This is an optimization exercise on Yosys and OpenROAD, whose aim is small area, a short achievable clock period and few clock cycles per item, not a production implementation.
At most, simulation tests tie the RTL to the original design; equivalence was not proved.
No activity file was given, so power comes from the tool's default toggle rates.

## oak
Design aligned_sum16, start of the top module:
module aligned_sum16 (
    input  wire        clk,
    input  wire        rst,           
    input  wire        in_valid,
    output wire        in_ready,
    input  wire [31:0] in_a,
    input  wire [31:0] in_b,
    output reg         out_valid,
    output reg  [31:0] out_result,
    output reg  [5:0]  out_flush,     
    output reg  [4:0]  out_inf        
);
==> flow/config.mk <==
export PLATFORM = sky130hd
export DESIGN_NAME = aligned_sum16
export DESIGN_NICKNAME = aligned_sum16
export VERILOG_FILES = /design/flow/design.v
export SDC_FILE = /design/flow/constraint.sdc
export NUM_CORES = 4
export LEC_CHECK = 0
export ABC_AREA = 1
export CAP_MARGIN = 20
export CORE_MARGIN = 2
export CORE_UTILIZATION = 60
export SETUP_SLACK_MARGIN = 5
export SLEW_MARGIN = 20
==> flow/constraint.sdc <==
create_clock -name core_clock -period 14.0 [get_ports {clk}]
set_input_delay 2.8000 -clock core_clock [delete_from_list [all_inputs] [get_ports {clk}]]
set_output_delay 2.8000 -clock core_clock [all_outputs]
set_load 0.01 [all_outputs]
standard.sh (not shown) runs the stock make flow with config.mk's settings and CLKGATE_MAP_FILE= SYNTH_SCRIPT=/design/flow/synth_recipe.tcl, a recipe that flattens the netlist after the stock synthesis.
==> flow/flow/run.sh <==
#!/bin/bash
# The standard layout (standard.sh: ORFS from synthesis to the final layout) with three
# changes to how the layout is made; the SDC, the clock period and the steps are the standard
# ones:
#  - the clock tree uses larger sink clusters and no dummy loads, which saves clock buffers;
#  - every input and output port still gets its own buffer, but a plain buf_1 instead of the
#    larger delay buffer ORFS picks by default (the repair may still resize it).
# ORFS writes each step's full log under orfs/logs/; make's own output goes to flow_standard.log.
set -euo pipefail
bash standard.sh \
  SETUP_SLACK_MARGIN=10.2 \
  "CTS_ARGS=-sink_clustering_enable -repair_clock_nets -dont_use_dummy_load -sink_clustering_size 25 -sink_clustering_max_diameter 80" \
  "BUFFER_PORTS_ARGS=-buffer_cell sky130_fd_sc_hd__buf_1" \
  finish > flow_standard.log 2>&1
The following lists how pine was set up differently from oak:
--- a/flow/design.v
+++ b/flow/design.v
@@ -79,60 +79,64 @@
     wire [47:0] t_r0, t_r1, t_r2;
     mul_tree_a u_mula (.fa(s0_a[22:0]), .one(s0_one), .two(s0_two), .neg(s0_neg),
                        .r0(t_r0), .r1(t_r1), .r2(t_r2));
     reg        s1_v, s1_first, s1_last;
     reg        s1_sign, s1_nan, s1_inf, s1_zero, s1_fin;
     reg [1:0]  s1_sub;
-    reg [9:0]  s1_c0;                 
+    reg [8:0]  s1_c0;                 
+    reg        s1_gt, s1_ge, s1_eq;   
     reg [47:0] s1_r0, s1_r1, s1_r2;   
     always @(posedge clk) begin
         s1_v     <= s0_v & ~rst;
         s1_first <= s0_first;
         s1_last  <= s0_last;
         s1_sign  <= s0_a[31] ^ s0_b[31];
         s1_nan   <= p_nan;
         s1_inf   <= p_inf;
         s1_zero  <= p_zero;
         s1_fin   <= p_fin;
         s1_sub   <= p_sub;
-        s1_c0    <= {1'b0, e_sum} + 10'd25;
+        s1_c0    <= e_sum + 9'd25;
+        s1_gt    <= (e_sum > 9'd381);
+        s1_ge    <= (e_sum >= 9'd381);
+        s1_eq    <= (e_sum == 9'd381);
         s1_r0    <= t_r0;
         s1_r1    <= t_r1;
         s1_r2    <= t_r2;
     end
     wire [47:0] t_x, t_y;
     mul_tree_b u_mulb (.r0(s1_r0), .r1(s1_r1), .r2(s1_r2), .x(t_x), .y(t_y));
     wire [47:0] p     = t_x + t_y;
     wire        p_hi  = p[47];
     reg        s2_v, s2_first, s2_last;
-    reg        s2_sign, s2_nan, s2_inf, s2_negz, s2_fin, s2_lnz;
+    reg        s2_sign, s2_nan, s2_inf, s2_negz, s2_fin, s2_gt, s2_ge, s2_eq, s2_lnz;
     reg [1:0]  s2_sub;
-    reg [9:0]  s2_c0;
+    reg [8:0]  s2_c0;
     reg [27:0] s2_p;                  
     always @(posedge clk) begin
         s2_v     <= s1_v & ~rst;
         s2_first <= s1_first;
         s2_last  <= s1_last;
         s2_sign  <= s1_sign;
         s2_nan   <= s1_nan;
         s2_inf   <= s1_inf;
         s2_negz  <= s1_zero & s1_sign;
         s2_fin   <= s1_fin;
+        s2_gt    <= s1_gt;
+        s2_ge    <= s1_ge;
+        s2_eq    <= s1_eq;
         s2_lnz   <= (p[19:0] != 20'd0);
         s2_sub   <= s1_sub;
         s2_c0    <= s1_c0;
         s2_p     <= p[47:20];
     end
     wire        w_hi   = s2_p[27];                  
     wire [25:0] w_m    = w_hi ? s2_p[26:1] : s2_p[25:0];
-    wire [8:0]  w_c    = s2_c0[8:0] + {8'd0, w_hi};    
-    wire        w_gt   = s2_c0 > 10'd406;
-    wire        w_ge   = s2_c0 >= 10'd406;
-    wire        w_eq   = s2_c0 == 10'd406;
-    wire       w_ovf  = s2_fin & (w_hi ? w_ge
-                                       : (w_gt | (w_eq & (&s2_p[26:3]) &
+    wire [8:0]  w_c    = s2_c0 + {8'd0, w_hi};
+    wire       w_ovf  = s2_fin & (w_hi ? s2_ge
+                                       : (s2_gt | (s2_eq & (&s2_p[26:3]) &
                                                    ((|s2_p[2:0]) | s2_lnz))));
     wire       w_keep = s2_fin & ~w_ovf;
     wire [8:0] w_code = w_keep ? w_c : 9'd0;
     wire       w_infp = (s2_inf | w_ovf) & ~s2_sign;
     wire       w_infn = (s2_inf | w_ovf) & s2_sign;
     reg [35:0] ring [0:15];           
@@ -149,14 +153,14 @@
     wire       w_first = s2_v & s2_first;
     wire       n_nan   = (w_first ? 1'b0 : f_nan)  | (s2_v & s2_nan);
     wire       n_infp  = (w_first ? 1'b0 : f_infp) | (s2_v & w_infp);
     wire       n_infn  = (w_first ? 1'b0 : f_infn) | (s2_v & w_infn);
     wire       n_nz    = (w_first ? 1'b0 : f_nz)   | (s2_v & w_keep);
     wire       n_negz  = (w_first ? 1'b1 : f_negz) & (~s2_v | s2_negz);
-    wire       w_egt   = w_keep & (w_hi ? (s2_c0[8:0] >= f_e) : (s2_c0[8:0] > f_e));
-    wire [8:0] n_e     = (w_first || (s2_v && w_egt)) ? w_code : f_e;
+    wire       w_gt    = w_keep & (w_hi ? (s2_c0 >= f_e) : (s2_c0 > f_e));
+    wire [8:0] n_e     = (w_first || (s2_v && w_gt)) ? w_code : f_e;
     wire [5:0] n_flush = (w_first ? 6'd0 : f_flush) + {4'd0, s2_sub & {2{s2_v}}};
     wire [4:0] n_inf   = (w_first ? 5'd0 : f_inf) + {4'd0, s2_v & w_ovf};
     always @(posedge clk) begin
         f_nan   <= n_nan;
         f_infp  <= n_infp;
         f_infn  <= n_infn;
==> comparison <==
On number of cells after detailed placement: between pine and oak, it ends up lower for pine. Chip width essentially unchanged between oak and pine. The capturing instance or port of the critical path comes out out_flush[0] in one run and in_ready in the other, namely in pine and oak respectively. From oak to pine the numbers moved as follows: leakage power summed over all cells has decreased; xor/xnor share of the synthesized area has remained practically unchanged; via count of the first global-routing pass has increased; max-cap check violation count has remained practically unchanged; worst setup slack has increased. The die area number comes out higher for oak vs pine. Cell area essentially unchanged between pine and oak. Any difference in height of the chip between pine and oak is small enough to ignore. NOTE routed wire length oak->pine decreased slightly. Changes observed in pine relative to oak: reg-to-reg setup timing slack shrank by 0.08 ns; delay of the slowest cell on the worst path shrank by 0.07 ns.
Testbench counts of pine, summed over its fixed seeds: cycles 5,313, sums 320.
For oak, only the layout was checked, not whether the RTL still works.

## separate check: timing with driven ports
Ports are ideal in the flow. The routed layouts listed here were re-timed in OpenROAD. Step 1, drivers: a clkbuf_16 drives clk and a buf_2 each remaining input, both assumed. Step 2 also shifts input and output timing later by t, the mid clock arrival at the registers, as if the neighbouring blocks saw the same clock. a / b / c = no drivers / after step 1 / after step 2; a / b = the first two.
| run | t (ns) | setup slack, ns | pins driven straight from the clock port |
|---|---|---|---|
| oak | 0.683 | 10.079 / 10.006 / 9.991 | 1 |
| pine | 0.692 | 10.125 / 10.059 / 10.029 | 1 |
After both steps every run listed still meets setup and hold. For pine, which loses most, drivers alone change the setup slack by -0.066 ns; drivers and shift together by -0.096 ns.
